Source: an optimization exercise on an open RTL-to-GDS flow (aim: small area, a short achievable clock period and few clock cycles per item). Production flows keep margins and buffers that such runs may drop. RTL that was checked went through simulation tests only; none was proved equivalent to the original.

==> flow/design.v (excerpt) <==
module codec_residue_coder (
    input  wire        clk,
    input  wire        rst,           
    input  wire        in_valid,
    output wire        in_ready,
    input  wire        in_first,      
    input  wire [1:0]  in_kind,       
    input  wire [2:0]  in_near,       
    input  wire        in_pred_ext,   
    input  wire [15:0] in_p,
    input  wire [15:0] in_x,
    input  wire [15:0] in_a,
    input  wire [15:0] in_b,
    input  wire [15:0] in_c,
    input  wire [15:0] in_d,
    output reg         out_valid,
    input  wire        out_ready,
    output wire [15:0] out_xr,        
    output wire [31:0] out_code,      
    output wire [5:0]  out_len        
);
For scale: roughly 7100 cells after synthesis, about 1700 flip-flops, roughly 160 I/O pins, about 82000 um2 of cells after synthesis.
==> flow/config.mk <==
export PLATFORM = sky130hd
export DESIGN_NAME = codec_residue_coder
export DESIGN_NICKNAME = codec_residue_coder
export VERILOG_FILES = /design/flow/design.v
export SDC_FILE = /design/flow/constraint.sdc
export NUM_CORES = 4
export LEC_CHECK = 0
export ABC_AREA = 1
export CAP_MARGIN = 10
export CORE_MARGIN = 2
export CORE_UTILIZATION = 60
export CTS_BUF_LIST = sky130_fd_sc_hd__clkbuf_16
export CTS_CLUSTER_DIAMETER = 60
export CTS_CLUSTER_SIZE = 24
export SLEW_MARGIN = 10
export BUFFER_PORTS_ARGS = -buffer_cell sky130_fd_sc_hd__buf_2
==> flow/constraint.sdc <==
create_clock -name core_clock -period 62.0 [get_ports {clk}]
set_input_delay 12.4000 -clock core_clock [delete_from_list [all_inputs] [get_ports {clk}]]
set_output_delay 12.4000 -clock core_clock [all_outputs]
set_load 0.01 [all_outputs]
standard.sh (not shown) runs the stock make flow with config.mk's settings and CLKGATE_MAP_FILE= SYNTH_SCRIPT=/design/flow/synth_recipe.tcl, a recipe that flattens the netlist after the stock synthesis.
==> flow/flow/run.sh <==
#!/bin/bash
# The standard layout, with the port buffers placed as buf_2 cells instead of the
# resizer's default pick (a slow clkdlybuf4s50_1 delay cell). Everything else, synthesis
# included, is standard.sh unchanged.
set -euo pipefail
cd "$(dirname "$0")/.."
echo 'export BUFFER_PORTS_ARGS = -buffer_cell sky130_fd_sc_hd__buf_2' >> config.mk
bash standard.sh > standard.log 2>&1
Testbench counts at the start, summed over its fixed seeds: cycles 99,268, items 99,228.
Next try:
--- a/flow/design.v
+++ b/flow/design.v
@@ -282,27 +282,28 @@
             qa3    <= {qh2, ql_d2};
             rem3   <= rem_d2;
             x3     <= x2;
             ctx3   <= ctx2;
         end
     end
     wire [16:0] range3 = f_range(kind3, near3);
     wire [16:0] thr    = ((range3 + 17'd1) >> 1) + {16'd0, sgn3 & ~range3[0]};
     wire        flip   = qa3 >= thr;
-    wire [16:0] aq     = flip ? range3 - qa3 : qa3;
-    wire        negq   = sgn3 ? (!flip && qa3 != 17'd0) : flip;
-    wire [16:0] m3     = {aq[15:0], 1'b0} - {16'd0, negq};
+    wire        negq   = flip ? !sgn3 : (sgn3 && qa3 != 17'd0);
+    wire [16:0] aqm    = (qa3 ^ {17{flip}}) + (flip ? range3 : {17{negq}}) + {16'd0, flip & sgn3};
+    wire [16:0] m3     = {aqm[15:0], negq};
     wire signed [5:0]  tn  = $signed({3'b0, near3}) - $signed({2'b0, rem3});
     wire signed [5:0]  tns = sgn3 ? -tn : tn;
     wire signed [17:0] xr0 = $signed({2'b0, x3}) + tns;
+    wire xr_ovf = (kind3 == 2'd2) ? xr0[16] :
+                  (kind3 == 2'd1) ? (xr0[16:8] != 9'd0) : (xr0[16:10] != 7'd0);
     wire [15:0] maxv = (kind3 == 2'd2) ? 16'hffff : (kind3 == 2'd1) ? 16'h00ff : 16'h03ff;
-    wire [15:0] xr3 = xr0[17] ? 16'd0 :
-                      (xr0[16:0] > {1'b0, maxv}) ? maxv : xr0[15:0];
+    wire [15:0] xr3 = xr0[17] ? 16'd0 : xr_ovf ? maxv : xr0[15:0];
     reg [20:0]     ctx_a [0:NCTX-1];
     reg [5:0]      ctx_n [0:NCTX-1];
     reg [NCTX-1:0] ctx_v;
     wire [4:0]  qbpp   = f_qbpp(kind3, near3);
     wire [10:0] a_init = f_ainit(kind3, near3);
     reg [26:0] rd;
     reg        rd_v;
     always @(*) begin
         rd   = 27'd0;
=>
- The changed run went through all stages and came out clean
- wire length rose slightly
- clock skew fell by 34 ps
- design area fell slightly
- via count barely changes
- cell count fell slightly
- worst setup slack got worse by 34 ps
- die area fell slightly
- clock-buffer cell count fell by 1
Testbench counts after the change, summed over its fixed seeds: cycles 99,268, items 99,228.


Setup of job 2750:
codec_residue_coder again, from the RTL that the note above started with.
Settings: LEC_CHECK=0, ABC_AREA=1, CAP_MARGIN=10, CORE_MARGIN=2, CORE_UTILIZATION=60, CTS_BUF_LIST=sky130_fd_sc_hd__clkbuf_16, CTS_CLUSTER_DIAMETER=60, CTS_CLUSTER_SIZE=24, SLEW_MARGIN=10; clock period 62.0 ns.
run.sh (not shown) runs the stock make flow with config.mk's settings and CLKGATE_MAP_FILE= SYNTH_SCRIPT=/design/flow/synth_recipe.tcl, a recipe that flattens the netlist after the stock synthesis.
Stock flow here: none of the scripts above is used.
Job 2750 has completed all stages; timing, DRC and antenna checks passed.
Testbench counts of job 2750, summed over its fixed seeds: cycles 99,268, items 99,228.
The following lists how job 1096 was set up differently from job 2750:
--- a/flow/design.v
+++ b/flow/design.v
@@ -173,27 +173,27 @@
             pred = a0 + d_bc[15:0];          
     end
     wire [16:0] e    = {1'b0, x0} - {1'b0, pred};
     wire        sgn  = e[16];
     wire [16:0] n_s1 = (e ^ {17{sgn}}) + {13'd0, sgn} + {14'd0, near_s1};
     reg [3:0] rem_s1;
-    reg [1:0] qh_s1;
+    reg [2:0] qh_s1;
     reg [4:0] st1;
     always @(*) begin
         rem_s1 = 4'd0;
-        for (i = 16; i >= 15; i = i - 1) begin
+        for (i = 16; i >= 14; i = i - 1) begin
             st1 = div_step(rem_s1, n_s1[i], near_s1);
-            qh_s1[i-15] = st1[4];
+            qh_s1[i-14] = st1[4];
             rem_s1 = st1[3:0];
         end
     end
     reg        v1, first1, sgn1;
     reg [1:0]  kind1;
     reg [2:0]  near1;
-    reg [1:0]  qh1;
-    reg [14:0] nl1;
+    reg [2:0]  qh1;
+    reg [13:0] nl1;
     reg [3:0]  rem1;
     reg [15:0] x1;
     reg [5:0]  ctx1;
     always @(posedge clk) begin
         if (rst)
             v1 <= 1'b0;
@@ -206,34 +206,34 @@
             end
             first1 <= first0;
             kind1  <= kind_s1;
             near1  <= near_s1;
             sgn1   <= sgn;
             qh1    <= qh_s1;
-            nl1    <= n_s1[14:0];
+            nl1    <= n_s1[13:0];
             rem1   <= rem_s1;
             x1     <= x0;
             ctx1   <= ctx_s1;
         end
     end
     reg [3:0] rem_d1;
     reg [6:0] qm_d1;
     reg [4:0] st2;
     always @(*) begin
         rem_d1 = rem1;
-        for (i = 14; i >= 8; i = i - 1) begin
+        for (i = 13; i >= 7; i = i - 1) begin
             st2 = div_step(rem_d1, nl1[i], near1);
-            qm_d1[i-8] = st2[4];
+            qm_d1[i-7] = st2[4];
             rem_d1 = st2[3:0];
         end
     end
     reg        v2, first2, sgn2;
     reg [1:0]  kind2;
     reg [2:0]  near2;
-    reg [8:0]  qh2;
-    reg [7:0]  nl2;
+    reg [9:0]  qh2;
+    reg [6:0]  nl2;
     reg [3:0]  rem2;
     reg [15:0] x2;
     reg [5:0]  ctx2;
     always @(posedge clk) begin
         if (rst)
             v2 <= 1'b0;
@@ -242,24 +242,24 @@
         if (adv) begin
             first2 <= first1;
             kind2  <= kind1;
             near2  <= near1;
             sgn2   <= sgn1;
             qh2    <= {qh1, qm_d1};
-            nl2    <= nl1[7:0];
+            nl2    <= nl1[6:0];
             rem2   <= rem_d1;
             x2     <= x1;
             ctx2   <= ctx1;
         end
     end
     reg [3:0] rem_d2;
-    reg [7:0] ql_d2;
+    reg [6:0] ql_d2;
     reg [4:0] st3;
     always @(*) begin
         rem_d2 = rem2;
-        for (i = 7; i >= 0; i = i - 1) begin
+        for (i = 6; i >= 0; i = i - 1) begin
             st3 = div_step(rem_d2, nl2[i], near2);
             ql_d2[i] = st3[4];
             rem_d2 = st3[3:0];
         end
     end
     reg        v3, first3, sgn3;
Results
Between job 1096 and job 2750, the compound-gate portion of the synthesized area is lower for job 2750. Diff job 2750 -> job 1096: delay of the slowest cell on the worst path neither gained nor lost much, number of cells in the finished layout apart from fillers neither gained nor lost much, fraction of area in clock buffers and inverters neither gained nor lost much, cell area lost about 0.37%, final worst setup slack picked up an extra 54 ps. In the floorplan summary, job 1096 is listed with a die area less than that of job 2750. Job 1096 against job 2750: minimum period implied by the final worst setup slack fell by 54 ps, non-clock buffer count rose by about 7%.
The RTL of job 1096 was laid out without a check of its function.

## what the ideal ports hide
The results above use ideal ports. As a check the final layouts listed here were re-extracted and re-timed, cells and wires unchanged. Step 1 (the two cells are an assumption about what drives the block):
set clk [get_ports {clk}]
set_driving_cell -lib_cell sky130_fd_sc_hd__clkbuf_16 $clk
set_driving_cell -lib_cell sky130_fd_sc_hd__buf_2 [delete_from_list [all_inputs] $clk]
Step 2 moves the port delays by t, midway between the first and last clock arrival at a register: inputs arrive t later, outputs are due t later. That takes back most of the time a late clock gives input paths. a / b / c = ideal ports / drivers / drivers and shift; a / b = the first two.
run | t, ns | setup WS [ns] | clock arrival spread, ns
the first run of note 1 | 0.848 | 48.337 / 48.256 / 47.951 | 0.090 / 0.090
the second run of note 1 | 0.847 | 48.303 / 48.221 / 47.975 | 0.057 / 0.056
job 2750 | 0.847 | 47.948 / 47.868 / 47.666 | 0.064 / 0.063
job 1096 | 0.825 | 48.002 / 47.924 / 47.361 | 0.096 / 0.097
After both steps every run listed still meets setup and hold. For job 1096, which loses most, drivers alone change the setup slack by -0.078 ns; drivers and shift together by -0.641 ns.
